What follows belongs to an exercise in optimizing a design on an open flow for small area, a short achievable clock period and few clock cycles; a production flow would make more cautious choices.
The RTL was checked by simulation tests, not by an equivalence proof against the original design.
Power and IR drop assume default switching activity.

--- design/flow/config.mk ---
export PLATFORM = sky130hd
export DESIGN_NAME = regr_solve
export DESIGN_NICKNAME = regr_solve
export VERILOG_FILES = /design/flow/design.v
export SDC_FILE = /design/flow/constraint.sdc
export NUM_CORES = 4
export LEC_CHECK = 0
export CAP_MARGIN = 20
export CORE_MARGIN = 2
export CORE_UTILIZATION = 40
export SLEW_MARGIN = 20
--- design/flow/constraint.sdc ---
create_clock -name core_clock -period 20.0 [get_ports {clk}]
set_input_delay 4.0000 -clock core_clock [delete_from_list [all_inputs] [get_ports {clk}]]
set_output_delay 4.0000 -clock core_clock [all_outputs]
set_load 0.01 [all_outputs]
--- design/flow/design.v ---
module regr_solve (
    input  wire                clk,
    input  wire                rst,
    input  wire                start,
    input  wire [16:0]         n_in,
    input  wire [39:0]         sx_in,
    input  wire signed [47:0]  sy_in,
    input  wire [63:0]         sxx_in,
    input  wire signed [71:0]  sxy_in,
    output wire                ready,
    output wire                done,
    output wire                degen,
    output wire signed [81:0]  delta,
    output wire signed [89:0]  bnum,
    output wire signed [105:0] b
);
    reg [16:0] r_n;
    reg [39:0] r_sx;
    reg [47:0] r_sy;
    reg [63:0] r_sxx;
    reg [71:0] r_sxy;
    reg [81:0] s_d;         
    reg [82:0] c_d;         
    reg [89:0] s_b, c_b;    
    reg [3:0]  m_i;         
    reg [7:0]  m_k;         
    reg        m_neg, m_degen;
    reg        m_run, m_res, m_prep, m_full;
    wire [44:0] in_ext = {4'd0, sx_in | {23'd0, n_in}, 1'b0};
    wire [4:0]  in_ge  = {|in_ext[44:36], |in_ext[44:28], |in_ext[44:20], |in_ext[44:12], 1'b1};   
    wire [3:0]  in_top = in_ge[4] ? 4'd10 : in_ge[3] ? 4'd8 : in_ge[2] ? 4'd6 : in_ge[1] ? 4'd4 : 4'd2;
    integer t;
    function [2:0] bdec;    
        input [2:0] tr;
        input       flip;
        begin
            bdec[0] = tr[0] ^ tr[1];
            bdec[1] = (tr == 3'b011) | (tr == 3'b100);
            bdec[2] = flip ? (~tr[2] & (tr[1] | tr[0])) : (tr[2] & ~(tr[1] & tr[0]));
        end
    endfunction
    function [11:0] bdec4;
        input [4:0] wn, ws;
        begin
            bdec4 = {bdec(wn[4:2], 1'b0), bdec(wn[2:0], 1'b0),
                     bdec(ws[4:2], 1'b1), bdec(ws[2:0], 1'b1)};
        end
    endfunction
    reg  [11:0] m_dg;
    wire [44:0] sx_ext = {4'd0, r_sx, 1'b0};
    wire [20:0] n_ext  = {3'd0, r_n, 1'b0};
    wire [3:0]  nx_i   = m_i - 4'd1;
    wire [4:0]  nx_ws  = sx_ext[{nx_i, 2'b00} +: 5];
    wire [4:0]  nx_wn  = (nx_i <= 4'd4) ? n_ext[{nx_i[2:0], 2'b00} +: 5] : 5'd0;
    wire [11:0] nx_dg  = bdec4(nx_wn, nx_ws);
    wire [44:0] in_sx  = {4'd0, sx_in, 1'b0};
    wire [20:0] in_n   = {3'd0, n_in, 1'b0};
    reg  [11:0] in_dg;
    always @* begin
        in_dg = bdec4(in_n[12:8], in_sx[12:8]);
        for (t = 4; t <= 10; t = t + 2)
            if (in_ge[t/2 - 1])
                in_dg = bdec4((t <= 4) ? in_n[4*t +: 5] : 5'd0, in_sx[4*t +: 5]);
    end
    wire [2:0] dn1 = m_dg[11:9];
    wire [2:0] dn0 = m_dg[8:6];
    wire [2:0] ds1 = m_dg[5:3];
    wire [2:0] ds0 = m_dg[2:0];
    wire [81:0] sxx_e = {18'd0, r_sxx};
    wire [81:0] sx_e  = {42'd0, r_sx};
    wire [89:0] sxy_e = {{18{r_sxy[71]}}, r_sxy};
    wire [89:0] sy_e  = {{42{r_sy[47]}}, r_sy};
    function [81:0] pp82;
        input [81:0] x;
        input [2:0]  dg;
        begin
            pp82 = ((dg[0] ? x : 82'd0) | (dg[1] ? {x[80:0], 1'b0} : 82'd0)) ^ {82{dg[2]}};
        end
    endfunction
    function [89:0] pp90;
        input [89:0] x;
        input [2:0]  dg;
        begin
            pp90 = ((dg[0] ? x : 90'd0) | (dg[1] ? {x[88:0], 1'b0} : 90'd0)) ^ {90{dg[2]}};
        end
    endfunction
    wire [81:0] pd_a1 = pp82(sxx_e, dn1), pd_a0 = pp82(sxx_e, dn0);
    wire [81:0] pd_b1 = pp82(sx_e,  ds1), pd_b0 = pp82(sx_e,  ds0);
    wire [89:0] pb_a1 = pp90(sxy_e, dn1), pb_a0 = pp90(sxy_e, dn0);
    wire [89:0] pb_b1 = pp90(sy_e,  ds1), pb_b0 = pp90(sy_e,  ds0);
    function [163:0] csa82;    
        input [81:0] x, y, z;
        begin
            csa82 = {(x[80:0] & y[80:0]) | (x[80:0] & z[80:0]) | (y[80:0] & z[80:0]), 1'b0, x ^ y ^ z};
        end
    endfunction
    function [179:0] csa90;
        input [89:0] x, y, z;
        begin
            csa90 = {(x[88:0] & y[88:0]) | (x[88:0] & z[88:0]) | (y[88:0] & z[88:0]), 1'b0, x ^ y ^ z};
        end
    endfunction
    wire [81:0]  d_x  = {s_d[77:0], 1'b0, dn1[2], 1'b0, dn0[2]};
    wire [81:0]  d_y  = {c_d[77:0], 1'b0, ds1[2], 1'b0, ds0[2]};
    wire [163:0] d_1a = csa82(d_x, d_y, {pd_a1[79:0], 2'b00});
    wire [163:0] d_1b = csa82({pd_b1[79:0], 2'b00}, pd_a0, pd_b0);
    wire [163:0] d_2  = csa82(d_1a[81:0], d_1a[163:82], d_1b[81:0]);
    wire [163:0] d_3  = csa82(d_2[81:0], d_2[163:82], d_1b[163:82]);
    wire [89:0]  b_x  = {s_b[85:0], 1'b0, dn1[2], 1'b0, dn0[2]};
    wire [89:0]  b_y  = {c_b[85:0], 1'b0, ds1[2], 1'b0, ds0[2]};
    wire [179:0] b_1a = csa90(b_x, b_y, {pb_a1[87:0], 2'b00});
    wire [179:0] b_1b = csa90({pb_b1[87:0], 2'b00}, pb_a0, pb_b0);
    wire [179:0] b_2  = csa90(b_1a[89:0], b_1a[179:90], b_1b[89:0]);
    wire [179:0] b_3  = csa90(b_2[89:0], b_2[179:90], b_1b[179:90]);
    wire [88:0] b_chg = s_b[88:0] ^ s_b[89:1];
    wire [127:0] lb_x = {39'd0, b_chg};
    wire [63:0] lb_v1;
    wire [63:0] lb_p1;
    assign lb_v1[0] = lb_x[1] | lb_x[0];
    assign lb_p1[0] = lb_x[1];
    assign lb_v1[1] = lb_x[3] | lb_x[2];
    assign lb_p1[1] = lb_x[3];
    assign lb_v1[2] = lb_x[5] | lb_x[4];
    assign lb_p1[2] = lb_x[5];
    assign lb_v1[3] = lb_x[7] | lb_x[6];
    assign lb_p1[3] = lb_x[7];
    assign lb_v1[4] = lb_x[9] | lb_x[8];
    assign lb_p1[4] = lb_x[9];
    assign lb_v1[5] = lb_x[11] | lb_x[10];
    assign lb_p1[5] = lb_x[11];
    assign lb_v1[6] = lb_x[13] | lb_x[12];
    assign lb_p1[6] = lb_x[13];
    assign lb_v1[7] = lb_x[15] | lb_x[14];
    assign lb_p1[7] = lb_x[15];
    assign lb_v1[8] = lb_x[17] | lb_x[16];
    assign lb_p1[8] = lb_x[17];
    assign lb_v1[9] = lb_x[19] | lb_x[18];
    assign lb_p1[9] = lb_x[19];
    assign lb_v1[10] = lb_x[21] | lb_x[20];
    assign lb_p1[10] = lb_x[21];
    assign lb_v1[11] = lb_x[23] | lb_x[22];
    assign lb_p1[11] = lb_x[23];
    assign lb_v1[12] = lb_x[25] | lb_x[24];
    assign lb_p1[12] = lb_x[25];
    assign lb_v1[13] = lb_x[27] | lb_x[26];
    assign lb_p1[13] = lb_x[27];
    assign lb_v1[14] = lb_x[29] | lb_x[28];
    assign lb_p1[14] = lb_x[29];
    assign lb_v1[15] = lb_x[31] | lb_x[30];
    assign lb_p1[15] = lb_x[31];
    assign lb_v1[16] = lb_x[33] | lb_x[32];
    assign lb_p1[16] = lb_x[33];
    assign lb_v1[17] = lb_x[35] | lb_x[34];
    assign lb_p1[17] = lb_x[35];
    assign lb_v1[18] = lb_x[37] | lb_x[36];
    assign lb_p1[18] = lb_x[37];
    assign lb_v1[19] = lb_x[39] | lb_x[38];
    assign lb_p1[19] = lb_x[39];
    assign lb_v1[20] = lb_x[41] | lb_x[40];
    assign lb_p1[20] = lb_x[41];
    assign lb_v1[21] = lb_x[43] | lb_x[42];
    assign lb_p1[21] = lb_x[43];
    assign lb_v1[22] = lb_x[45] | lb_x[44];
    assign lb_p1[22] = lb_x[45];
    assign lb_v1[23] = lb_x[47] | lb_x[46];
    assign lb_p1[23] = lb_x[47];
    assign lb_v1[24] = lb_x[49] | lb_x[48];
    assign lb_p1[24] = lb_x[49];
    assign lb_v1[25] = lb_x[51] | lb_x[50];
    assign lb_p1[25] = lb_x[51];
    assign lb_v1[26] = lb_x[53] | lb_x[52];
    assign lb_p1[26] = lb_x[53];
    assign lb_v1[27] = lb_x[55] | lb_x[54];
    assign lb_p1[27] = lb_x[55];
    assign lb_v1[28] = lb_x[57] | lb_x[56];
    assign lb_p1[28] = lb_x[57];
    assign lb_v1[29] = lb_x[59] | lb_x[58];
    assign lb_p1[29] = lb_x[59];
    assign lb_v1[30] = lb_x[61] | lb_x[60];
    assign lb_p1[30] = lb_x[61];
    assign lb_v1[31] = lb_x[63] | lb_x[62];
    assign lb_p1[31] = lb_x[63];
    assign lb_v1[32] = lb_x[65] | lb_x[64];
    assign lb_p1[32] = lb_x[65];
    assign lb_v1[33] = lb_x[67] | lb_x[66];
    assign lb_p1[33] = lb_x[67];
    assign lb_v1[34] = lb_x[69] | lb_x[68];
    assign lb_p1[34] = lb_x[69];
    assign lb_v1[35] = lb_x[71] | lb_x[70];
    assign lb_p1[35] = lb_x[71];
    assign lb_v1[36] = lb_x[73] | lb_x[72];
    assign lb_p1[36] = lb_x[73];
    assign lb_v1[37] = lb_x[75] | lb_x[74];
    assign lb_p1[37] = lb_x[75];
    assign lb_v1[38] = lb_x[77] | lb_x[76];
    assign lb_p1[38] = lb_x[77];
    assign lb_v1[39] = lb_x[79] | lb_x[78];
    assign lb_p1[39] = lb_x[79];
    assign lb_v1[40] = lb_x[81] | lb_x[80];
    assign lb_p1[40] = lb_x[81];
    assign lb_v1[41] = lb_x[83] | lb_x[82];
    assign lb_p1[41] = lb_x[83];
    assign lb_v1[42] = lb_x[85] | lb_x[84];
    assign lb_p1[42] = lb_x[85];
    assign lb_v1[43] = lb_x[87] | lb_x[86];
    assign lb_p1[43] = lb_x[87];
    assign lb_v1[44] = lb_x[89] | lb_x[88];
    assign lb_p1[44] = lb_x[89];
    assign lb_v1[45] = lb_x[91] | lb_x[90];
    assign lb_p1[45] = lb_x[91];
    assign lb_v1[46] = lb_x[93] | lb_x[92];
    assign lb_p1[46] = lb_x[93];
    assign lb_v1[47] = lb_x[95] | lb_x[94];
    assign lb_p1[47] = lb_x[95];
    assign lb_v1[48] = lb_x[97] | lb_x[96];
    assign lb_p1[48] = lb_x[97];
    assign lb_v1[49] = lb_x[99] | lb_x[98];
    assign lb_p1[49] = lb_x[99];
    assign lb_v1[50] = lb_x[101] | lb_x[100];
    assign lb_p1[50] = lb_x[101];
    assign lb_v1[51] = lb_x[103] | lb_x[102];
    assign lb_p1[51] = lb_x[103];
    assign lb_v1[52] = lb_x[105] | lb_x[104];
    assign lb_p1[52] = lb_x[105];
    assign lb_v1[53] = lb_x[107] | lb_x[106];
    assign lb_p1[53] = lb_x[107];
    assign lb_v1[54] = lb_x[109] | lb_x[108];
    assign lb_p1[54] = lb_x[109];
    assign lb_v1[55] = lb_x[111] | lb_x[110];
    assign lb_p1[55] = lb_x[111];
    assign lb_v1[56] = lb_x[113] | lb_x[112];
    assign lb_p1[56] = lb_x[113];
    assign lb_v1[57] = lb_x[115] | lb_x[114];
    assign lb_p1[57] = lb_x[115];
    assign lb_v1[58] = lb_x[117] | lb_x[116];
    assign lb_p1[58] = lb_x[117];
    assign lb_v1[59] = lb_x[119] | lb_x[118];
    assign lb_p1[59] = lb_x[119];
    assign lb_v1[60] = lb_x[121] | lb_x[120];
    assign lb_p1[60] = lb_x[121];
    assign lb_v1[61] = lb_x[123] | lb_x[122];
    assign lb_p1[61] = lb_x[123];
    assign lb_v1[62] = lb_x[125] | lb_x[124];
    assign lb_p1[62] = lb_x[125];
    assign lb_v1[63] = lb_x[127] | lb_x[126];
    assign lb_p1[63] = lb_x[127];
    wire [31:0] lb_v2;
    wire [63:0] lb_p2;
    assign lb_v2[0] = lb_v1[1] | lb_v1[0];
    assign lb_p2[1:0] = lb_v1[1] ? {1'b1, lb_p1[1:1]} : {1'b0, lb_p1[0:0]};
    assign lb_v2[1] = lb_v1[3] | lb_v1[2];
    assign lb_p2[3:2] = lb_v1[3] ? {1'b1, lb_p1[3:3]} : {1'b0, lb_p1[2:2]};
    assign lb_v2[2] = lb_v1[5] | lb_v1[4];
    assign lb_p2[5:4] = lb_v1[5] ? {1'b1, lb_p1[5:5]} : {1'b0, lb_p1[4:4]};
    assign lb_v2[3] = lb_v1[7] | lb_v1[6];
    assign lb_p2[7:6] = lb_v1[7] ? {1'b1, lb_p1[7:7]} : {1'b0, lb_p1[6:6]};
    assign lb_v2[4] = lb_v1[9] | lb_v1[8];
    assign lb_p2[9:8] = lb_v1[9] ? {1'b1, lb_p1[9:9]} : {1'b0, lb_p1[8:8]};
    assign lb_v2[5] = lb_v1[11] | lb_v1[10];
    assign lb_p2[11:10] = lb_v1[11] ? {1'b1, lb_p1[11:11]} : {1'b0, lb_p1[10:10]};
    assign lb_v2[6] = lb_v1[13] | lb_v1[12];
    assign lb_p2[13:12] = lb_v1[13] ? {1'b1, lb_p1[13:13]} : {1'b0, lb_p1[12:12]};
    assign lb_v2[7] = lb_v1[15] | lb_v1[14];
    assign lb_p2[15:14] = lb_v1[15] ? {1'b1, lb_p1[15:15]} : {1'b0, lb_p1[14:14]};
    assign lb_v2[8] = lb_v1[17] | lb_v1[16];
    assign lb_p2[17:16] = lb_v1[17] ? {1'b1, lb_p1[17:17]} : {1'b0, lb_p1[16:16]};
    assign lb_v2[9] = lb_v1[19] | lb_v1[18];
    assign lb_p2[19:18] = lb_v1[19] ? {1'b1, lb_p1[19:19]} : {1'b0, lb_p1[18:18]};
    assign lb_v2[10] = lb_v1[21] | lb_v1[20];
    assign lb_p2[21:20] = lb_v1[21] ? {1'b1, lb_p1[21:21]} : {1'b0, lb_p1[20:20]};
    assign lb_v2[11] = lb_v1[23] | lb_v1[22];
    assign lb_p2[23:22] = lb_v1[23] ? {1'b1, lb_p1[23:23]} : {1'b0, lb_p1[22:22]};
    assign lb_v2[12] = lb_v1[25] | lb_v1[24];
    assign lb_p2[25:24] = lb_v1[25] ? {1'b1, lb_p1[25:25]} : {1'b0, lb_p1[24:24]};
    assign lb_v2[13] = lb_v1[27] | lb_v1[26];
    assign lb_p2[27:26] = lb_v1[27] ? {1'b1, lb_p1[27:27]} : {1'b0, lb_p1[26:26]};
    assign lb_v2[14] = lb_v1[29] | lb_v1[28];
    assign lb_p2[29:28] = lb_v1[29] ? {1'b1, lb_p1[29:29]} : {1'b0, lb_p1[28:28]};
    assign lb_v2[15] = lb_v1[31] | lb_v1[30];
    assign lb_p2[31:30] = lb_v1[31] ? {1'b1, lb_p1[31:31]} : {1'b0, lb_p1[30:30]};
    assign lb_v2[16] = lb_v1[33] | lb_v1[32];
    assign lb_p2[33:32] = lb_v1[33] ? {1'b1, lb_p1[33:33]} : {1'b0, lb_p1[32:32]};
    assign lb_v2[17] = lb_v1[35] | lb_v1[34];
    assign lb_p2[35:34] = lb_v1[35] ? {1'b1, lb_p1[35:35]} : {1'b0, lb_p1[34:34]};
    assign lb_v2[18] = lb_v1[37] | lb_v1[36];
    assign lb_p2[37:36] = lb_v1[37] ? {1'b1, lb_p1[37:37]} : {1'b0, lb_p1[36:36]};
    assign lb_v2[19] = lb_v1[39] | lb_v1[38];
    assign lb_p2[39:38] = lb_v1[39] ? {1'b1, lb_p1[39:39]} : {1'b0, lb_p1[38:38]};
    assign lb_v2[20] = lb_v1[41] | lb_v1[40];
    assign lb_p2[41:40] = lb_v1[41] ? {1'b1, lb_p1[41:41]} : {1'b0, lb_p1[40:40]};
    assign lb_v2[21] = lb_v1[43] | lb_v1[42];
    assign lb_p2[43:42] = lb_v1[43] ? {1'b1, lb_p1[43:43]} : {1'b0, lb_p1[42:42]};
    assign lb_v2[22] = lb_v1[45] | lb_v1[44];
    assign lb_p2[45:44] = lb_v1[45] ? {1'b1, lb_p1[45:45]} : {1'b0, lb_p1[44:44]};
    assign lb_v2[23] = lb_v1[47] | lb_v1[46];
    assign lb_p2[47:46] = lb_v1[47] ? {1'b1, lb_p1[47:47]} : {1'b0, lb_p1[46:46]};
    assign lb_v2[24] = lb_v1[49] | lb_v1[48];
    assign lb_p2[49:48] = lb_v1[49] ? {1'b1, lb_p1[49:49]} : {1'b0, lb_p1[48:48]};
    assign lb_v2[25] = lb_v1[51] | lb_v1[50];
    assign lb_p2[51:50] = lb_v1[51] ? {1'b1, lb_p1[51:51]} : {1'b0, lb_p1[50:50]};
    assign lb_v2[26] = lb_v1[53] | lb_v1[52];
    assign lb_p2[53:52] = lb_v1[53] ? {1'b1, lb_p1[53:53]} : {1'b0, lb_p1[52:52]};
    assign lb_v2[27] = lb_v1[55] | lb_v1[54];
    assign lb_p2[55:54] = lb_v1[55] ? {1'b1, lb_p1[55:55]} : {1'b0, lb_p1[54:54]};
    assign lb_v2[28] = lb_v1[57] | lb_v1[56];
    assign lb_p2[57:56] = lb_v1[57] ? {1'b1, lb_p1[57:57]} : {1'b0, lb_p1[56:56]};
    assign lb_v2[29] = lb_v1[59] | lb_v1[58];
    assign lb_p2[59:58] = lb_v1[59] ? {1'b1, lb_p1[59:59]} : {1'b0, lb_p1[58:58]};
    assign lb_v2[30] = lb_v1[61] | lb_v1[60];
    assign lb_p2[61:60] = lb_v1[61] ? {1'b1, lb_p1[61:61]} : {1'b0, lb_p1[60:60]};
    assign lb_v2[31] = lb_v1[63] | lb_v1[62];
    assign lb_p2[63:62] = lb_v1[63] ? {1'b1, lb_p1[63:63]} : {1'b0, lb_p1[62:62]};
    wire [15:0] lb_v3;
    wire [47:0] lb_p3;
    assign lb_v3[0] = lb_v2[1] | lb_v2[0];
    assign lb_p3[2:0] = lb_v2[1] ? {1'b1, lb_p2[3:2]} : {1'b0, lb_p2[1:0]};
    assign lb_v3[1] = lb_v2[3] | lb_v2[2];
    assign lb_p3[5:3] = lb_v2[3] ? {1'b1, lb_p2[7:6]} : {1'b0, lb_p2[5:4]};
    assign lb_v3[2] = lb_v2[5] | lb_v2[4];
    assign lb_p3[8:6] = lb_v2[5] ? {1'b1, lb_p2[11:10]} : {1'b0, lb_p2[9:8]};
    assign lb_v3[3] = lb_v2[7] | lb_v2[6];
    assign lb_p3[11:9] = lb_v2[7] ? {1'b1, lb_p2[15:14]} : {1'b0, lb_p2[13:12]};
    assign lb_v3[4] = lb_v2[9] | lb_v2[8];
    assign lb_p3[14:12] = lb_v2[9] ? {1'b1, lb_p2[19:18]} : {1'b0, lb_p2[17:16]};
    assign lb_v3[5] = lb_v2[11] | lb_v2[10];
    assign lb_p3[17:15] = lb_v2[11] ? {1'b1, lb_p2[23:22]} : {1'b0, lb_p2[21:20]};
    assign lb_v3[6] = lb_v2[13] | lb_v2[12];
    assign lb_p3[20:18] = lb_v2[13] ? {1'b1, lb_p2[27:26]} : {1'b0, lb_p2[25:24]};
    assign lb_v3[7] = lb_v2[15] | lb_v2[14];
    assign lb_p3[23:21] = lb_v2[15] ? {1'b1, lb_p2[31:30]} : {1'b0, lb_p2[29:28]};
    assign lb_v3[8] = lb_v2[17] | lb_v2[16];
    assign lb_p3[26:24] = lb_v2[17] ? {1'b1, lb_p2[35:34]} : {1'b0, lb_p2[33:32]};
    assign lb_v3[9] = lb_v2[19] | lb_v2[18];
    assign lb_p3[29:27] = lb_v2[19] ? {1'b1, lb_p2[39:38]} : {1'b0, lb_p2[37:36]};
    assign lb_v3[10] = lb_v2[21] | lb_v2[20];
    assign lb_p3[32:30] = lb_v2[21] ? {1'b1, lb_p2[43:42]} : {1'b0, lb_p2[41:40]};
    assign lb_v3[11] = lb_v2[23] | lb_v2[22];
    assign lb_p3[35:33] = lb_v2[23] ? {1'b1, lb_p2[47:46]} : {1'b0, lb_p2[45:44]};
    assign lb_v3[12] = lb_v2[25] | lb_v2[24];
    assign lb_p3[38:36] = lb_v2[25] ? {1'b1, lb_p2[51:50]} : {1'b0, lb_p2[49:48]};
    assign lb_v3[13] = lb_v2[27] | lb_v2[26];
    assign lb_p3[41:39] = lb_v2[27] ? {1'b1, lb_p2[55:54]} : {1'b0, lb_p2[53:52]};
    assign lb_v3[14] = lb_v2[29] | lb_v2[28];
    assign lb_p3[44:42] = lb_v2[29] ? {1'b1, lb_p2[59:58]} : {1'b0, lb_p2[57:56]};
    assign lb_v3[15] = lb_v2[31] | lb_v2[30];
    assign lb_p3[47:45] = lb_v2[31] ? {1'b1, lb_p2[63:62]} : {1'b0, lb_p2[61:60]};
    wire [7:0] lb_v4;
    wire [31:0] lb_p4;
    assign lb_v4[0] = lb_v3[1] | lb_v3[0];
    assign lb_p4[3:0] = lb_v3[1] ? {1'b1, lb_p3[5:3]} : {1'b0, lb_p3[2:0]};
    assign lb_v4[1] = lb_v3[3] | lb_v3[2];
    assign lb_p4[7:4] = lb_v3[3] ? {1'b1, lb_p3[11:9]} : {1'b0, lb_p3[8:6]};
    assign lb_v4[2] = lb_v3[5] | lb_v3[4];
    assign lb_p4[11:8] = lb_v3[5] ? {1'b1, lb_p3[17:15]} : {1'b0, lb_p3[14:12]};
    assign lb_v4[3] = lb_v3[7] | lb_v3[6];
    assign lb_p4[15:12] = lb_v3[7] ? {1'b1, lb_p3[23:21]} : {1'b0, lb_p3[20:18]};
    assign lb_v4[4] = lb_v3[9] | lb_v3[8];
    assign lb_p4[19:16] = lb_v3[9] ? {1'b1, lb_p3[29:27]} : {1'b0, lb_p3[26:24]};
    assign lb_v4[5] = lb_v3[11] | lb_v3[10];
    assign lb_p4[23:20] = lb_v3[11] ? {1'b1, lb_p3[35:33]} : {1'b0, lb_p3[32:30]};
    assign lb_v4[6] = lb_v3[13] | lb_v3[12];
    assign lb_p4[27:24] = lb_v3[13] ? {1'b1, lb_p3[41:39]} : {1'b0, lb_p3[38:36]};
    assign lb_v4[7] = lb_v3[15] | lb_v3[14];
    assign lb_p4[31:28] = lb_v3[15] ? {1'b1, lb_p3[47:45]} : {1'b0, lb_p3[44:42]};
    wire [3:0] lb_v5;
    wire [19:0] lb_p5;
    assign lb_v5[0] = lb_v4[1] | lb_v4[0];
    assign lb_p5[4:0] = lb_v4[1] ? {1'b1, lb_p4[7:4]} : {1'b0, lb_p4[3:0]};
    assign lb_v5[1] = lb_v4[3] | lb_v4[2];
    assign lb_p5[9:5] = lb_v4[3] ? {1'b1, lb_p4[15:12]} : {1'b0, lb_p4[11:8]};
    assign lb_v5[2] = lb_v4[5] | lb_v4[4];
    assign lb_p5[14:10] = lb_v4[5] ? {1'b1, lb_p4[23:20]} : {1'b0, lb_p4[19:16]};
    assign lb_v5[3] = lb_v4[7] | lb_v4[6];
    assign lb_p5[19:15] = lb_v4[7] ? {1'b1, lb_p4[31:28]} : {1'b0, lb_p4[27:24]};
    wire [1:0] lb_v6;
    wire [11:0] lb_p6;
    assign lb_v6[0] = lb_v5[1] | lb_v5[0];
    assign lb_p6[5:0] = lb_v5[1] ? {1'b1, lb_p5[9:5]} : {1'b0, lb_p5[4:0]};
    assign lb_v6[1] = lb_v5[3] | lb_v5[2];
    assign lb_p6[11:6] = lb_v5[3] ? {1'b1, lb_p5[19:15]} : {1'b0, lb_p5[14:10]};
    wire [0:0] lb_v7;
    wire [6:0] lb_p7;
    assign lb_v7[0] = lb_v6[1] | lb_v6[0];
    assign lb_p7[6:0] = lb_v6[1] ? {1'b1, lb_p6[11:6]} : {1'b0, lb_p6[5:0]};
    wire lb_v = lb_v7[0];
    wire [6:0] lb_p = lb_p7;
    wire [127:0] ld_x = {47'd0, s_d[80:0]};
    wire [63:0] ld_v1;
    wire [63:0] ld_p1;
    assign ld_v1[0] = ld_x[1] | ld_x[0];
    assign ld_p1[0] = ld_x[1];
    assign ld_v1[1] = ld_x[3] | ld_x[2];
    assign ld_p1[1] = ld_x[3];
    assign ld_v1[2] = ld_x[5] | ld_x[4];
    assign ld_p1[2] = ld_x[5];
    assign ld_v1[3] = ld_x[7] | ld_x[6];
    assign ld_p1[3] = ld_x[7];
    assign ld_v1[4] = ld_x[9] | ld_x[8];
    assign ld_p1[4] = ld_x[9];
    assign ld_v1[5] = ld_x[11] | ld_x[10];
    assign ld_p1[5] = ld_x[11];
    assign ld_v1[6] = ld_x[13] | ld_x[12];
    assign ld_p1[6] = ld_x[13];
    assign ld_v1[7] = ld_x[15] | ld_x[14];
    assign ld_p1[7] = ld_x[15];
    assign ld_v1[8] = ld_x[17] | ld_x[16];
    assign ld_p1[8] = ld_x[17];
    assign ld_v1[9] = ld_x[19] | ld_x[18];
    assign ld_p1[9] = ld_x[19];
    assign ld_v1[10] = ld_x[21] | ld_x[20];
    assign ld_p1[10] = ld_x[21];
    assign ld_v1[11] = ld_x[23] | ld_x[22];
    assign ld_p1[11] = ld_x[23];
    assign ld_v1[12] = ld_x[25] | ld_x[24];
    assign ld_p1[12] = ld_x[25];
    assign ld_v1[13] = ld_x[27] | ld_x[26];
    assign ld_p1[13] = ld_x[27];
    assign ld_v1[14] = ld_x[29] | ld_x[28];
    assign ld_p1[14] = ld_x[29];
    assign ld_v1[15] = ld_x[31] | ld_x[30];
    assign ld_p1[15] = ld_x[31];
    assign ld_v1[16] = ld_x[33] | ld_x[32];
    assign ld_p1[16] = ld_x[33];
    assign ld_v1[17] = ld_x[35] | ld_x[34];
    assign ld_p1[17] = ld_x[35];
    assign ld_v1[18] = ld_x[37] | ld_x[36];
    assign ld_p1[18] = ld_x[37];
    assign ld_v1[19] = ld_x[39] | ld_x[38];
    assign ld_p1[19] = ld_x[39];
    assign ld_v1[20] = ld_x[41] | ld_x[40];
    assign ld_p1[20] = ld_x[41];
    assign ld_v1[21] = ld_x[43] | ld_x[42];
    assign ld_p1[21] = ld_x[43];
    assign ld_v1[22] = ld_x[45] | ld_x[44];
    assign ld_p1[22] = ld_x[45];
    assign ld_v1[23] = ld_x[47] | ld_x[46];
    assign ld_p1[23] = ld_x[47];
    assign ld_v1[24] = ld_x[49] | ld_x[48];
    assign ld_p1[24] = ld_x[49];
    assign ld_v1[25] = ld_x[51] | ld_x[50];
    assign ld_p1[25] = ld_x[51];
    assign ld_v1[26] = ld_x[53] | ld_x[52];
    assign ld_p1[26] = ld_x[53];
    assign ld_v1[27] = ld_x[55] | ld_x[54];
    assign ld_p1[27] = ld_x[55];
    assign ld_v1[28] = ld_x[57] | ld_x[56];
    assign ld_p1[28] = ld_x[57];
    assign ld_v1[29] = ld_x[59] | ld_x[58];
    assign ld_p1[29] = ld_x[59];
    assign ld_v1[30] = ld_x[61] | ld_x[60];
    assign ld_p1[30] = ld_x[61];
    assign ld_v1[31] = ld_x[63] | ld_x[62];
    assign ld_p1[31] = ld_x[63];
    assign ld_v1[32] = ld_x[65] | ld_x[64];
    assign ld_p1[32] = ld_x[65];
    assign ld_v1[33] = ld_x[67] | ld_x[66];
    assign ld_p1[33] = ld_x[67];
    assign ld_v1[34] = ld_x[69] | ld_x[68];
    assign ld_p1[34] = ld_x[69];
    assign ld_v1[35] = ld_x[71] | ld_x[70];
    assign ld_p1[35] = ld_x[71];
    assign ld_v1[36] = ld_x[73] | ld_x[72];
    assign ld_p1[36] = ld_x[73];
    assign ld_v1[37] = ld_x[75] | ld_x[74];
    assign ld_p1[37] = ld_x[75];
    assign ld_v1[38] = ld_x[77] | ld_x[76];
    assign ld_p1[38] = ld_x[77];
    assign ld_v1[39] = ld_x[79] | ld_x[78];
    assign ld_p1[39] = ld_x[79];
    assign ld_v1[40] = ld_x[81] | ld_x[80];
    assign ld_p1[40] = ld_x[81];
    assign ld_v1[41] = ld_x[83] | ld_x[82];
    assign ld_p1[41] = ld_x[83];
    assign ld_v1[42] = ld_x[85] | ld_x[84];
    assign ld_p1[42] = ld_x[85];
    assign ld_v1[43] = ld_x[87] | ld_x[86];
    assign ld_p1[43] = ld_x[87];
    assign ld_v1[44] = ld_x[89] | ld_x[88];
    assign ld_p1[44] = ld_x[89];
    assign ld_v1[45] = ld_x[91] | ld_x[90];
    assign ld_p1[45] = ld_x[91];
    assign ld_v1[46] = ld_x[93] | ld_x[92];
    assign ld_p1[46] = ld_x[93];
    assign ld_v1[47] = ld_x[95] | ld_x[94];
    assign ld_p1[47] = ld_x[95];
    assign ld_v1[48] = ld_x[97] | ld_x[96];
    assign ld_p1[48] = ld_x[97];
    assign ld_v1[49] = ld_x[99] | ld_x[98];
    assign ld_p1[49] = ld_x[99];
    assign ld_v1[50] = ld_x[101] | ld_x[100];
    assign ld_p1[50] = ld_x[101];
    assign ld_v1[51] = ld_x[103] | ld_x[102];
    assign ld_p1[51] = ld_x[103];
    assign ld_v1[52] = ld_x[105] | ld_x[104];
    assign ld_p1[52] = ld_x[105];
    assign ld_v1[53] = ld_x[107] | ld_x[106];
    assign ld_p1[53] = ld_x[107];
    assign ld_v1[54] = ld_x[109] | ld_x[108];
    assign ld_p1[54] = ld_x[109];
    assign ld_v1[55] = ld_x[111] | ld_x[110];
    assign ld_p1[55] = ld_x[111];
    assign ld_v1[56] = ld_x[113] | ld_x[112];
    assign ld_p1[56] = ld_x[113];
    assign ld_v1[57] = ld_x[115] | ld_x[114];
    assign ld_p1[57] = ld_x[115];
    assign ld_v1[58] = ld_x[117] | ld_x[116];
    assign ld_p1[58] = ld_x[117];
    assign ld_v1[59] = ld_x[119] | ld_x[118];
    assign ld_p1[59] = ld_x[119];
    assign ld_v1[60] = ld_x[121] | ld_x[120];
    assign ld_p1[60] = ld_x[121];
    assign ld_v1[61] = ld_x[123] | ld_x[122];
    assign ld_p1[61] = ld_x[123];
    assign ld_v1[62] = ld_x[125] | ld_x[124];
    assign ld_p1[62] = ld_x[125];
    assign ld_v1[63] = ld_x[127] | ld_x[126];
    assign ld_p1[63] = ld_x[127];
    wire [31:0] ld_v2;
    wire [63:0] ld_p2;
    assign ld_v2[0] = ld_v1[1] | ld_v1[0];
    assign ld_p2[1:0] = ld_v1[1] ? {1'b1, ld_p1[1:1]} : {1'b0, ld_p1[0:0]};
    assign ld_v2[1] = ld_v1[3] | ld_v1[2];
    assign ld_p2[3:2] = ld_v1[3] ? {1'b1, ld_p1[3:3]} : {1'b0, ld_p1[2:2]};
    assign ld_v2[2] = ld_v1[5] | ld_v1[4];
    assign ld_p2[5:4] = ld_v1[5] ? {1'b1, ld_p1[5:5]} : {1'b0, ld_p1[4:4]};
    assign ld_v2[3] = ld_v1[7] | ld_v1[6];
    assign ld_p2[7:6] = ld_v1[7] ? {1'b1, ld_p1[7:7]} : {1'b0, ld_p1[6:6]};
    assign ld_v2[4] = ld_v1[9] | ld_v1[8];
    assign ld_p2[9:8] = ld_v1[9] ? {1'b1, ld_p1[9:9]} : {1'b0, ld_p1[8:8]};
    assign ld_v2[5] = ld_v1[11] | ld_v1[10];
    assign ld_p2[11:10] = ld_v1[11] ? {1'b1, ld_p1[11:11]} : {1'b0, ld_p1[10:10]};
    assign ld_v2[6] = ld_v1[13] | ld_v1[12];
    assign ld_p2[13:12] = ld_v1[13] ? {1'b1, ld_p1[13:13]} : {1'b0, ld_p1[12:12]};
    assign ld_v2[7] = ld_v1[15] | ld_v1[14];
    assign ld_p2[15:14] = ld_v1[15] ? {1'b1, ld_p1[15:15]} : {1'b0, ld_p1[14:14]};
    assign ld_v2[8] = ld_v1[17] | ld_v1[16];
    assign ld_p2[17:16] = ld_v1[17] ? {1'b1, ld_p1[17:17]} : {1'b0, ld_p1[16:16]};
    assign ld_v2[9] = ld_v1[19] | ld_v1[18];
    assign ld_p2[19:18] = ld_v1[19] ? {1'b1, ld_p1[19:19]} : {1'b0, ld_p1[18:18]};
    assign ld_v2[10] = ld_v1[21] | ld_v1[20];
    assign ld_p2[21:20] = ld_v1[21] ? {1'b1, ld_p1[21:21]} : {1'b0, ld_p1[20:20]};
    assign ld_v2[11] = ld_v1[23] | ld_v1[22];
    assign ld_p2[23:22] = ld_v1[23] ? {1'b1, ld_p1[23:23]} : {1'b0, ld_p1[22:22]};
    assign ld_v2[12] = ld_v1[25] | ld_v1[24];
    assign ld_p2[25:24] = ld_v1[25] ? {1'b1, ld_p1[25:25]} : {1'b0, ld_p1[24:24]};
    assign ld_v2[13] = ld_v1[27] | ld_v1[26];
    assign ld_p2[27:26] = ld_v1[27] ? {1'b1, ld_p1[27:27]} : {1'b0, ld_p1[26:26]};
    assign ld_v2[14] = ld_v1[29] | ld_v1[28];
    assign ld_p2[29:28] = ld_v1[29] ? {1'b1, ld_p1[29:29]} : {1'b0, ld_p1[28:28]};
    assign ld_v2[15] = ld_v1[31] | ld_v1[30];
    assign ld_p2[31:30] = ld_v1[31] ? {1'b1, ld_p1[31:31]} : {1'b0, ld_p1[30:30]};
    assign ld_v2[16] = ld_v1[33] | ld_v1[32];
    assign ld_p2[33:32] = ld_v1[33] ? {1'b1, ld_p1[33:33]} : {1'b0, ld_p1[32:32]};
    assign ld_v2[17] = ld_v1[35] | ld_v1[34];
    assign ld_p2[35:34] = ld_v1[35] ? {1'b1, ld_p1[35:35]} : {1'b0, ld_p1[34:34]};
    assign ld_v2[18] = ld_v1[37] | ld_v1[36];
    assign ld_p2[37:36] = ld_v1[37] ? {1'b1, ld_p1[37:37]} : {1'b0, ld_p1[36:36]};
    assign ld_v2[19] = ld_v1[39] | ld_v1[38];
    assign ld_p2[39:38] = ld_v1[39] ? {1'b1, ld_p1[39:39]} : {1'b0, ld_p1[38:38]};
    assign ld_v2[20] = ld_v1[41] | ld_v1[40];
    assign ld_p2[41:40] = ld_v1[41] ? {1'b1, ld_p1[41:41]} : {1'b0, ld_p1[40:40]};
    assign ld_v2[21] = ld_v1[43] | ld_v1[42];
    assign ld_p2[43:42] = ld_v1[43] ? {1'b1, ld_p1[43:43]} : {1'b0, ld_p1[42:42]};
    assign ld_v2[22] = ld_v1[45] | ld_v1[44];
    assign ld_p2[45:44] = ld_v1[45] ? {1'b1, ld_p1[45:45]} : {1'b0, ld_p1[44:44]};
    assign ld_v2[23] = ld_v1[47] | ld_v1[46];
    assign ld_p2[47:46] = ld_v1[47] ? {1'b1, ld_p1[47:47]} : {1'b0, ld_p1[46:46]};
    assign ld_v2[24] = ld_v1[49] | ld_v1[48];
    assign ld_p2[49:48] = ld_v1[49] ? {1'b1, ld_p1[49:49]} : {1'b0, ld_p1[48:48]};
    assign ld_v2[25] = ld_v1[51] | ld_v1[50];
    assign ld_p2[51:50] = ld_v1[51] ? {1'b1, ld_p1[51:51]} : {1'b0, ld_p1[50:50]};
    assign ld_v2[26] = ld_v1[53] | ld_v1[52];
    assign ld_p2[53:52] = ld_v1[53] ? {1'b1, ld_p1[53:53]} : {1'b0, ld_p1[52:52]};
    assign ld_v2[27] = ld_v1[55] | ld_v1[54];
    assign ld_p2[55:54] = ld_v1[55] ? {1'b1, ld_p1[55:55]} : {1'b0, ld_p1[54:54]};
    assign ld_v2[28] = ld_v1[57] | ld_v1[56];
    assign ld_p2[57:56] = ld_v1[57] ? {1'b1, ld_p1[57:57]} : {1'b0, ld_p1[56:56]};
    assign ld_v2[29] = ld_v1[59] | ld_v1[58];
    assign ld_p2[59:58] = ld_v1[59] ? {1'b1, ld_p1[59:59]} : {1'b0, ld_p1[58:58]};
    assign ld_v2[30] = ld_v1[61] | ld_v1[60];
    assign ld_p2[61:60] = ld_v1[61] ? {1'b1, ld_p1[61:61]} : {1'b0, ld_p1[60:60]};
    assign ld_v2[31] = ld_v1[63] | ld_v1[62];
    assign ld_p2[63:62] = ld_v1[63] ? {1'b1, ld_p1[63:63]} : {1'b0, ld_p1[62:62]};
    wire [15:0] ld_v3;
    wire [47:0] ld_p3;
    assign ld_v3[0] = ld_v2[1] | ld_v2[0];
    assign ld_p3[2:0] = ld_v2[1] ? {1'b1, ld_p2[3:2]} : {1'b0, ld_p2[1:0]};
    assign ld_v3[1] = ld_v2[3] | ld_v2[2];
    assign ld_p3[5:3] = ld_v2[3] ? {1'b1, ld_p2[7:6]} : {1'b0, ld_p2[5:4]};
    assign ld_v3[2] = ld_v2[5] | ld_v2[4];
    assign ld_p3[8:6] = ld_v2[5] ? {1'b1, ld_p2[11:10]} : {1'b0, ld_p2[9:8]};
    assign ld_v3[3] = ld_v2[7] | ld_v2[6];
    assign ld_p3[11:9] = ld_v2[7] ? {1'b1, ld_p2[15:14]} : {1'b0, ld_p2[13:12]};
    assign ld_v3[4] = ld_v2[9] | ld_v2[8];
    assign ld_p3[14:12] = ld_v2[9] ? {1'b1, ld_p2[19:18]} : {1'b0, ld_p2[17:16]};
    assign ld_v3[5] = ld_v2[11] | ld_v2[10];
    assign ld_p3[17:15] = ld_v2[11] ? {1'b1, ld_p2[23:22]} : {1'b0, ld_p2[21:20]};
    assign ld_v3[6] = ld_v2[13] | ld_v2[12];
    assign ld_p3[20:18] = ld_v2[13] ? {1'b1, ld_p2[27:26]} : {1'b0, ld_p2[25:24]};
    assign ld_v3[7] = ld_v2[15] | ld_v2[14];
    assign ld_p3[23:21] = ld_v2[15] ? {1'b1, ld_p2[31:30]} : {1'b0, ld_p2[29:28]};
    assign ld_v3[8] = ld_v2[17] | ld_v2[16];
    assign ld_p3[26:24] = ld_v2[17] ? {1'b1, ld_p2[35:34]} : {1'b0, ld_p2[33:32]};
    assign ld_v3[9] = ld_v2[19] | ld_v2[18];
    assign ld_p3[29:27] = ld_v2[19] ? {1'b1, ld_p2[39:38]} : {1'b0, ld_p2[37:36]};
    assign ld_v3[10] = ld_v2[21] | ld_v2[20];
    assign ld_p3[32:30] = ld_v2[21] ? {1'b1, ld_p2[43:42]} : {1'b0, ld_p2[41:40]};
    assign ld_v3[11] = ld_v2[23] | ld_v2[22];
    assign ld_p3[35:33] = ld_v2[23] ? {1'b1, ld_p2[47:46]} : {1'b0, ld_p2[45:44]};
    assign ld_v3[12] = ld_v2[25] | ld_v2[24];
    assign ld_p3[38:36] = ld_v2[25] ? {1'b1, ld_p2[51:50]} : {1'b0, ld_p2[49:48]};
    assign ld_v3[13] = ld_v2[27] | ld_v2[26];
    assign ld_p3[41:39] = ld_v2[27] ? {1'b1, ld_p2[55:54]} : {1'b0, ld_p2[53:52]};
    assign ld_v3[14] = ld_v2[29] | ld_v2[28];
    assign ld_p3[44:42] = ld_v2[29] ? {1'b1, ld_p2[59:58]} : {1'b0, ld_p2[57:56]};
    assign ld_v3[15] = ld_v2[31] | ld_v2[30];
    assign ld_p3[47:45] = ld_v2[31] ? {1'b1, ld_p2[63:62]} : {1'b0, ld_p2[61:60]};
    wire [7:0] ld_v4;
    wire [31:0] ld_p4;
    assign ld_v4[0] = ld_v3[1] | ld_v3[0];
    assign ld_p4[3:0] = ld_v3[1] ? {1'b1, ld_p3[5:3]} : {1'b0, ld_p3[2:0]};
    assign ld_v4[1] = ld_v3[3] | ld_v3[2];
    assign ld_p4[7:4] = ld_v3[3] ? {1'b1, ld_p3[11:9]} : {1'b0, ld_p3[8:6]};
    assign ld_v4[2] = ld_v3[5] | ld_v3[4];
    assign ld_p4[11:8] = ld_v3[5] ? {1'b1, ld_p3[17:15]} : {1'b0, ld_p3[14:12]};
    assign ld_v4[3] = ld_v3[7] | ld_v3[6];
    assign ld_p4[15:12] = ld_v3[7] ? {1'b1, ld_p3[23:21]} : {1'b0, ld_p3[20:18]};
    assign ld_v4[4] = ld_v3[9] | ld_v3[8];
    assign ld_p4[19:16] = ld_v3[9] ? {1'b1, ld_p3[29:27]} : {1'b0, ld_p3[26:24]};
    assign ld_v4[5] = ld_v3[11] | ld_v3[10];
    assign ld_p4[23:20] = ld_v3[11] ? {1'b1, ld_p3[35:33]} : {1'b0, ld_p3[32:30]};
    assign ld_v4[6] = ld_v3[13] | ld_v3[12];
    assign ld_p4[27:24] = ld_v3[13] ? {1'b1, ld_p3[41:39]} : {1'b0, ld_p3[38:36]};
    assign ld_v4[7] = ld_v3[15] | ld_v3[14];
    assign ld_p4[31:28] = ld_v3[15] ? {1'b1, ld_p3[47:45]} : {1'b0, ld_p3[44:42]};
    wire [3:0] ld_v5;
    wire [19:0] ld_p5;
    assign ld_v5[0] = ld_v4[1] | ld_v4[0];
    assign ld_p5[4:0] = ld_v4[1] ? {1'b1, ld_p4[7:4]} : {1'b0, ld_p4[3:0]};
    assign ld_v5[1] = ld_v4[3] | ld_v4[2];
    assign ld_p5[9:5] = ld_v4[3] ? {1'b1, ld_p4[15:12]} : {1'b0, ld_p4[11:8]};
    assign ld_v5[2] = ld_v4[5] | ld_v4[4];
    assign ld_p5[14:10] = ld_v4[5] ? {1'b1, ld_p4[23:20]} : {1'b0, ld_p4[19:16]};
    assign ld_v5[3] = ld_v4[7] | ld_v4[6];
    assign ld_p5[19:15] = ld_v4[7] ? {1'b1, ld_p4[31:28]} : {1'b0, ld_p4[27:24]};
    wire [1:0] ld_v6;
    wire [11:0] ld_p6;
    assign ld_v6[0] = ld_v5[1] | ld_v5[0];
    assign ld_p6[5:0] = ld_v5[1] ? {1'b1, ld_p5[9:5]} : {1'b0, ld_p5[4:0]};
    assign ld_v6[1] = ld_v5[3] | ld_v5[2];
    assign ld_p6[11:6] = ld_v5[3] ? {1'b1, ld_p5[19:15]} : {1'b0, ld_p5[14:10]};
    wire [0:0] ld_v7;
    wire [6:0] ld_p7;
    assign ld_v7[0] = ld_v6[1] | ld_v6[0];
    assign ld_p7[6:0] = ld_v6[1] ? {1'b1, ld_p6[11:6]} : {1'b0, ld_p6[5:0]};
    wire ld_v = ld_v7[0];
    wire [6:0] ld_p = ld_p7;
    wire        p_neg = s_b[89];
    wire [7:0]  p_k   = (lb_v ? 8'd89 - {1'b0, lb_p} : 8'd90) + {1'b0, ld_p} - {7'd0, p_neg};
    reg [81:0]  o_delta;
    reg [82:0]  o_d3;      
    reg [89:0]  o_bnum;
    reg [81:0]  rem;       
    reg [105:0] dq;        
    reg [5:0]   d_cnt;     
    reg         d_run, d_sign, o_neg, o_degen, o_done, o_ready;
    reg  [2:0]  d_pos;     
    wire [2:0]  x_f  = {m_k[2:1], 1'b0};
    wire [96:0] x_m  = {7'd0, c_b} << x_f;
    wire        x_12 = m_k >= 8'd96;
    wire        x_11 = ~x_12 & (m_k >= 8'd88);
    wire        x_10 = ~x_12 & ~x_11 & (m_k >= 8'd80);
    wire        x_9  = ~x_12 & ~x_11 & ~x_10 & (m_k >= 8'd72);
    wire        x_0  = m_k < 8'd72;
    wire [187:0] x_pair = (x_0  ? {75'd0, x_m, 16'd0} : 188'd0)
                        | (x_9  ? {3'd0, x_m, 88'd0}  : 188'd0)
                        | (x_10 ? {x_m[91:0], 96'd0}  : 188'd0)
                        | (x_11 ? {x_m[83:0], 104'd0} : 188'd0)
                        | (x_12 ? {x_m[75:0], 112'd0} : 188'd0);
    wire [5:0]  x_cnt = (x_12 ? 6'd5 : x_11 ? 6'd9 : x_10 ? 6'd13 : x_9 ? 6'd17 : 6'd53) - {4'd0, m_k[2:1]};
    wire [84:0] n_d   = {3'd0, o_delta};
    wire [84:0] n_d3  = {2'd0, o_d3};
    wire [84:0] n_a   = {{2{rem[81]}}, rem, dq[105]};
    wire [84:0] n_b   = {rem[81], rem, dq[105:104]};
    wire [84:0] n_w1  = n_a + (n_d ^ {85{d_pos[0]}}) + {84'd0, d_pos[0]};
    wire [84:0] n_vm  = n_b + (d_pos[1] ? ~n_d3 : n_d) + {84'd0, d_pos[1]};    
    wire [84:0] n_vp  = n_b + (d_pos[2] ? ~n_d : n_d3) + {84'd0, d_pos[2]};    
    wire        n_q1  = ~n_w1[84];
    wire [84:0] n_w2  = (n_vm & {85{n_q1}}) | (n_vp & {85{~n_q1}});
    wire        n_q2  = ~n_w2[84];
    wire d_free = ~d_run & ~d_sign;
    wire xfer   = m_full & d_free;
    wire acc_st = start & o_ready;
    wire m_last = m_run & (m_i == 4'd0);
    wire d_last = d_run & (d_cnt == 6'd1);
    wire m_run_n  = acc_st | (m_run & ~m_last);
    wire m_res_n  = m_last;
    wire m_prep_n = m_res;
    wire m_full_n = (m_full & ~xfer) | m_prep;
    wire d_run_n  = (xfer & ~m_degen) | (d_run & ~d_last);
    wire d_sign_n = d_last & o_neg;
    wire rdy_n    = ~m_run_n & ~m_res_n & ~m_prep_n & (~m_full_n | (~d_run_n & ~d_sign_n));
    always @(posedge clk) begin
        if (rst) begin
            m_run   <= 1'b0;
            m_res   <= 1'b0;
            m_prep  <= 1'b0;
            m_full  <= 1'b0;
            d_run   <= 1'b0;
            d_sign  <= 1'b0;
            o_done  <= 1'b0;
            o_ready <= 1'b1;
        end else begin
            m_run   <= m_run_n;
            m_res   <= m_res_n;
            m_prep  <= m_prep_n;
            m_full  <= m_full_n;
            d_run   <= d_run_n;
            d_sign  <= d_sign_n;
            o_ready <= rdy_n;
            o_done  <= (xfer & m_degen) | (d_last & ~o_neg) | d_sign;
        end
    end
    always @(posedge clk) begin
        if (o_ready) begin
            r_n   <= n_in;
            r_sx  <= sx_in;
            r_sy  <= sy_in;
            r_sxx <= sxx_in;
            r_sxy <= sxy_in;
            m_i   <= in_top;
            m_dg  <= in_dg;
            s_d   <= 82'd0;
            c_d   <= 83'd0;
            s_b   <= 90'd0;
            c_b   <= 90'd0;
        end else if (m_run) begin
            s_d   <= d_3[81:0];
            c_d   <= {1'b0, d_3[163:82]};
            s_b   <= b_3[89:0];
            c_b   <= b_3[179:90];
            m_i   <= nx_i;
            m_dg  <= nx_dg;
        end else if (m_res) begin
            s_d   <= s_d + c_d[81:0];
            s_b   <= s_b + c_b;
        end else if (m_prep) begin
            c_b     <= p_neg ? ~s_b + 90'd1 : s_b;
            c_d     <= {1'b0, s_d} + {s_d, 1'b0};
            m_neg   <= p_neg;
            m_degen <= s_d[81] | ~ld_v;
            m_k     <= p_k;
        end
        if (xfer) begin
            o_delta <= s_d;
            o_d3    <= c_d;
            o_bnum  <= s_b;
            o_neg   <= m_neg;
            o_degen <= m_degen;
            rem     <= x_pair[187:106];
            d_pos   <= 3'b111;
            dq      <= x_pair[105:0];
            d_cnt   <= x_cnt;
        end else if (d_run) begin
            rem   <= n_w2[81:0];
            d_pos <= ~n_w2[84:82];
            dq    <= {dq[103:0], n_q1, n_q2};
            d_cnt <= d_cnt - 6'd1;
        end else if (d_sign) begin
            dq <= ~dq + 106'd1;
        end
    end
    assign ready = o_ready;
    assign done  = o_done;
    assign degen = o_degen;
    assign delta = o_delta;
    assign bnum  = o_bnum;
    assign b     = dq;
endmodule
--- design/flow/run.sh ---
#!/bin/bash
# synth_recipe.tcl (not shown) runs the flow's synth.tcl, then flattens the netlist and writes it again
# the make line also repeats each setting of config.mk as NAME=value (left out here)
make -C /OpenROAD-flow-scripts/flow DESIGN_CONFIG=/design/flow/config.mk WORK_HOME=/design/flow/orfs CLKGATE_MAP_FILE= SYNTH_SCRIPT=/design/flow/synth_recipe.tcl finish
==> notes.md <==
# TYPE chip_impl_metric gauge
chip_impl_metric{name="async_flop_share",unit="%"} 0
chip_impl_metric{name="route.detailed.wl_per_inst",unit="µm"} 28.03
chip_impl_metric{name="port_buffers",unit=""} 524
chip_impl_metric{name="globalRouteOverflowTotal",unit=""} 0
chip_impl_info{name="crit_path_start_kind",value="input pin"} 1
chip_impl_metric{name="postRouteAntennaNets",unit=""} 0
chip_impl_metric{name="clockBufferDepth",unit=""} 4
chip_impl_metric{name="std_cell_rows",unit=""} 189
chip_impl_metric{name="fp.dieArea",unit="µm²"} 269300
chip_impl_info{name="top_signal_layer_used",value="met5"} 1
chip_impl_metric{name="mappedNetlistNets",unit=""} 13780
chip_impl_metric{name="post_cts_hold_buffer_count",unit=""} 0
chip_impl_metric{name="cts.repair_timing.setup_buffer_count",unit=""} 0
chip_impl_metric{name="drt-met1-wl",unit="mm"} 199.4
chip_impl_metric{name="seqCellArea",unit="µm²"} 28680
chip_impl_metric{name="achievable-frequency",unit="MHz"} 150.3
chip_impl_metric{name="insertion_delay",unit="ns"} 0.86
chip_impl_metric{name="clock-skew-final",unit="ns"} 0.05970
chip_impl_metric{name="power.density_cell_area",unit="nW/µm²"} 114.2
chip_impl_metric{name="count_of_unresolved_drc_violations_after_routing",unit=""} 0
chip_impl_metric{name="totalWireLength",unit="mm"} 448.7
chip_impl_metric{name="summed_instance_area_of_the_synthesized_netlist",unit="µm²"} 106100
chip_impl_metric{name="critical_path_arrival",unit="ns"} 7.30
chip_impl_info{name="critical_path_class",value="input pin to register"} 1
chip_impl_metric{name="number_of_enable_type_register_cells_in_the_synthesized_netlist",unit=""} 717
chip_impl_metric{name="netlist-cell-type-count",unit=""} 103
chip_impl_metric{name="gp_congestion",unit=""} 1.016
chip_impl_metric{name="wl_met3",unit="mm"} 47.70
chip_impl_metric{name="maxSlewHeadroom",unit="%"} 10.58
chip_impl_info{name="min_path_type",value="register to register"} 1
chip_impl_metric{name="area_of_the_placeable_core",unit="µm²"} 264400
chip_impl_metric{name="route.detailed.vias_per_inst",unit=""} 6.063
chip_impl_metric{name="drt_pre_antenna_iters",unit=""} 8
chip_impl_metric{name="grt_pass1_wl",unit="mm"} 652.7
chip_impl_metric{name="worst-slew-pin-transition",unit="ns"} 1.341
chip_impl_metric{name="power.leakage",unit="nW"} 47.38
chip_impl_metric{name="area_delta_synth_final",unit="%"} 12.85
chip_impl_metric{name="post_detail_place_hpwl",unit="mm"} 356.0
chip_impl_metric{name="stdcell_count",unit=""} 16010
chip_impl_metric{name="dieHeight",unit="µm"} 518.9
chip_impl_metric{name="final-setup-viol-count",unit=""} 0
chip_impl_metric{name="final_total_negative_setup_slack",unit="ns"} 0
chip_impl_metric{name="cp.required",unit="ns"} 20.65
chip_impl_metric{name="drt_iter0_markers",unit=""} 12250
chip_impl_metric{name="timing_hold_violations_final",unit=""} 0
chip_impl_metric{name="proportion_of_synthesized_chip_area_in_sequential_cells",unit="%"} 27.02
chip_impl_metric{name="finish.instance_area",unit="µm²"} 119700
chip_impl_metric{name="avgSynthCellArea",unit="µm²"} 8.687
chip_impl_metric{name="grt_start_max_net_pins",unit=""} 202
chip_impl_metric{name="ios",unit=""} 525
chip_impl_metric{name="fillers",unit=""} 25790
chip_impl_metric{name="min_period",unit="ns"} 6.653
chip_impl_metric{name="grt_util_overall",unit="%"} 32.38
chip_impl_metric{name="postCtsResizedCells",unit=""} 0
chip_impl_metric{name="cts_sinks",unit=""} 1073
chip_impl_metric{name="timing.max_cap.violations",unit=""} 0
chip_impl_info{name="status",value="complete, no violations"} 1
chip_impl_metric{name="final.period_utilization",unit="%"} 33.26
chip_impl_metric{name="chipWidth",unit="µm"} 518.9
chip_impl_metric{name="proportion_of_layout_cells_with_a_drive_suffix_above_1",unit="%"} 4.705
chip_impl_metric{name="grt_pass1_vias",unit=""} 94120
chip_impl_metric{name="design.final.nets",unit=""} 13910
chip_impl_metric{name="dp.cells",unit=""} 15730
chip_impl_info{name="clock_root_buffer",value="clkbuf_16"} 1
chip_impl_info{name="worst_setup_path_end_kind",value="register"} 1
chip_impl_metric{name="ir_worst_vdd",unit="mV"} 0.1811
chip_impl_metric{name="synthesis.yosys.warnings",unit=""} 1
chip_impl_metric{name="synthesized_instance_count",unit=""} 12210
chip_impl_metric{name="slew_viol_final",unit=""} 0
chip_impl_metric{name="area_taken_by_multi_input_logic_gates",unit="µm²"} 70430
chip_impl_metric{name="cts-htree-levels",unit=""} 4
chip_impl_info{name="ys.flop_type",value="edfxtp_1"} 1
chip_impl_info{name="grt_setup_unrepaired",value="false"} 1
chip_impl_metric{name="postSynthRegisterBits",unit=""} 1073
chip_impl_metric{name="dpl_cell_area",unit="µm²"} 114700
chip_impl_metric{name="detailroute.via_count",unit=""} 97060
chip_impl_metric{name="antenna_found_initial",unit=""} 44
chip_impl_metric{name="clk_pin_slew_worst_paths",unit="ns"} 0.06
chip_impl_metric{name="initial_core_utilization",unit="%"} 40.12
chip_impl_metric{name="route.met2.wl",unit="mm"} 184.3
chip_impl_metric{name="cp_max_fo",unit=""} 10
chip_impl_metric{name="cts_made_buffers",unit=""} 149
chip_impl_info{name="tritoncts",value="built"} 1
-- worst max-delay path, stage by stage --
cell	delay [ns]
clkdlybuf4s50_1	0.48
or4_1	0.63
nor2_1	0.25
nand2_1	0.14
nor2_1	0.43
and4_1	0.51
nor3_1	0.16
a221oi_1	0.38
a21oi_1	0.13
o22ai_1	0.17
-- final cells by class --
type / count / area share [%]
multi-input combinational: 9230 / 58.84
sequential: 1073 / 23.96
antenna: 21 / 0.04390
inverter: 1183 / 3.734
tap: 3533 / 3.693
clock buffer: 195 / 3.440
timing repair buffer: 707 / 5.601
clock inverter: 67 / 0.6889
-- metrics by stage --
stage	worst slack, ns	hold WS (ns)	util [%]	total power (W)
after floorplan	10.37	0.4003	-	0.008288
after global placement	12.59	0.4085	43.37	0.01063
after detailed placement	12.60	0.4105	43.38	0.01076
after CTS	13.36	0.4241	45.25	0.01361
after global routing	12.94	0.4437	45.26	0.01476
final	13.35	0.4258	45.27	0.01366
-- worst paths after layout --
| check | slack, ns | cells past startpoint | to | start |
|---|---|---|---|---|
| max | 13.35 | 10 | m_dg[1]$_DFFE_PP_ | sx_in[35] |
| max reg2reg | 13.36 | 16 | rem[81]$_DFFE_PP_ | d_pos[1]$_SDFFE_PP1P_ |
| min reg2reg | 0.43 | 0 | o_neg$_DFFE_PP_ | m_neg$_DFFE_PP_ |
| min | 0.43 | 0 | o_neg$_DFFE_PP_ | m_neg$_DFFE_PP_ |
-- cell usage in the layout (no fill, tap or decap), types with 26 or more instances in the layout --
cell type / synthesis / layout
inv_1: 1175 / 1171
a21oi_1: 1123 / 1119
nor2_1: 988 / 982
nand2_1: 953 / 951
edfxtp_1: 717 / 717
ha_1: 691 / 691
o21ai_0: 677 / 672
xnor2_1: 662 / 659
fa_1: 635 / 634
clkdlybuf4s50_1: 0 / 524
a22oi_1: 491 / 491
xor2_1: 438 / 437
dfxtp_1: 356 / 349
a21o_1: 243 / 243
a211oi_1: 195 / 193
nand4_1: 185 / 185
buf_4: 1 / 175
mux2i_1: 172 / 172
nor3_1: 171 / 168
clkbuf_16: 0 / 154
nand3_1: 147 / 147
o21bai_1: 121 / 121
a31oi_1: 101 / 101
a221oi_1: 98 / 94
o22ai_1: 86 / 86
nor4_1: 68 / 65
nor2b_1: 65 / 65
and3_1: 62 / 62
o211ai_1: 59 / 59
nand2b_1: 57 / 57
o21a_1: 55 / 55
o31ai_1: 52 / 52
o221ai_1: 48 / 48
or3_1: 48 / 47
and2_1: 38 / 38
a21boi_0: 38 / 38
mux2_2: 35 / 35
o211a_1: 34 / 34
clkbuf_1: 605 / 30
a2111oi_0: 33 / 26
-- registers in the layout, summed over array words and instances, names as in the netlist, 48 cells and up --
register / count
c_d: 83
dq: 106
r_sy: 48
o_d3: 83
s_d: 82
o_delta: 82
o_bnum: 90
s_b: 90
r_sxy: 72
rem: 82
c_b: 90
r_sxx: 64
-- synthesized netlist by cell type (147+ instances only) --
cell type,number,area [µm²]
a211oi_1,195,1464
ha_1,691,8646
a22oi_1,491,3686
a21o_1,243,1824
fa_1,635,12710
inv_1,1175,4410
dfxtp_1,356,7127
clkbuf_1,605,2271
xor2_1,438,3836
nor2_1,988,3709
nand4_1,185,1157
nor3_1,171,855.8
nand2_1,953,3577
o21ai_0,677,3388
nand3_1,147,735.7
mux2i_1,172,1722
edfxtp_1,717,21530
a21oi_1,1123,5620
xnor2_1,662,5798
-- cell families after synthesis --
| family | synth area share [%] |
|---|---|
| adders and majority gates | 20.14 |
| xor gates and xnor gates | 9.083 |
| DFF | 27.02 |
| AOI/OAI and AO/OA | 22.30 |
| and+or+nand+nor | 12.29 |
| buffers and inverters | 6.777 |
| muxes | 2.398 |
-- layer usage --
| layer | vias to the layer above | GRT usage, % |
|---|---|---|
| met1 | 47810 | 47.02 |
| li1 | 43710 | - |
| met5 | - | 0 |
| met3 | 655 | 8.160 |
| met2 | 4851 | 46.46 |
| met4 | 30 | 10.75 |
-- where the power goes --
| group | switching [W] | leakage [nW] | internal (W) |
|---|---|---|---|
| clock | 0.00114 | 2.41 | 0.00167 |
| sequential | 0.000443 | 9.75 | 0.00266 |
| combinational | 0.00472 | 35.2 | 0.00304 |
| total | 0.00630 | 47.4 | 0.00737 |
Testbench counts, summed over its fixed seeds: cycles 18,645.

[afterwards: timing with drivers on the ports]
The results above use ideal ports. As a check the final layout listed here was re-extracted and re-timed, cells and wires unchanged. Step 1 assumes that a clkbuf_16 drives the clock port and a buf_2 every other input. Step 2 times the ports against the registers' clock, not the clock port: input delays grow and output delays shrink by t, the midpoint of the rising clock arrivals with the driver on. a / b / c = ideal / step 1 / step 2; a / b = the first two.
shift t [ns]: 0.926
slack for setup (ns): 13.347 / 13.359 / 12.493
slew at the worst register clock pin (ns): 0.07 / 0.07
After both steps this run still meets setup and hold. For this run, drivers alone change the setup slack by +0.012 ns; drivers and shift together by -0.854 ns.
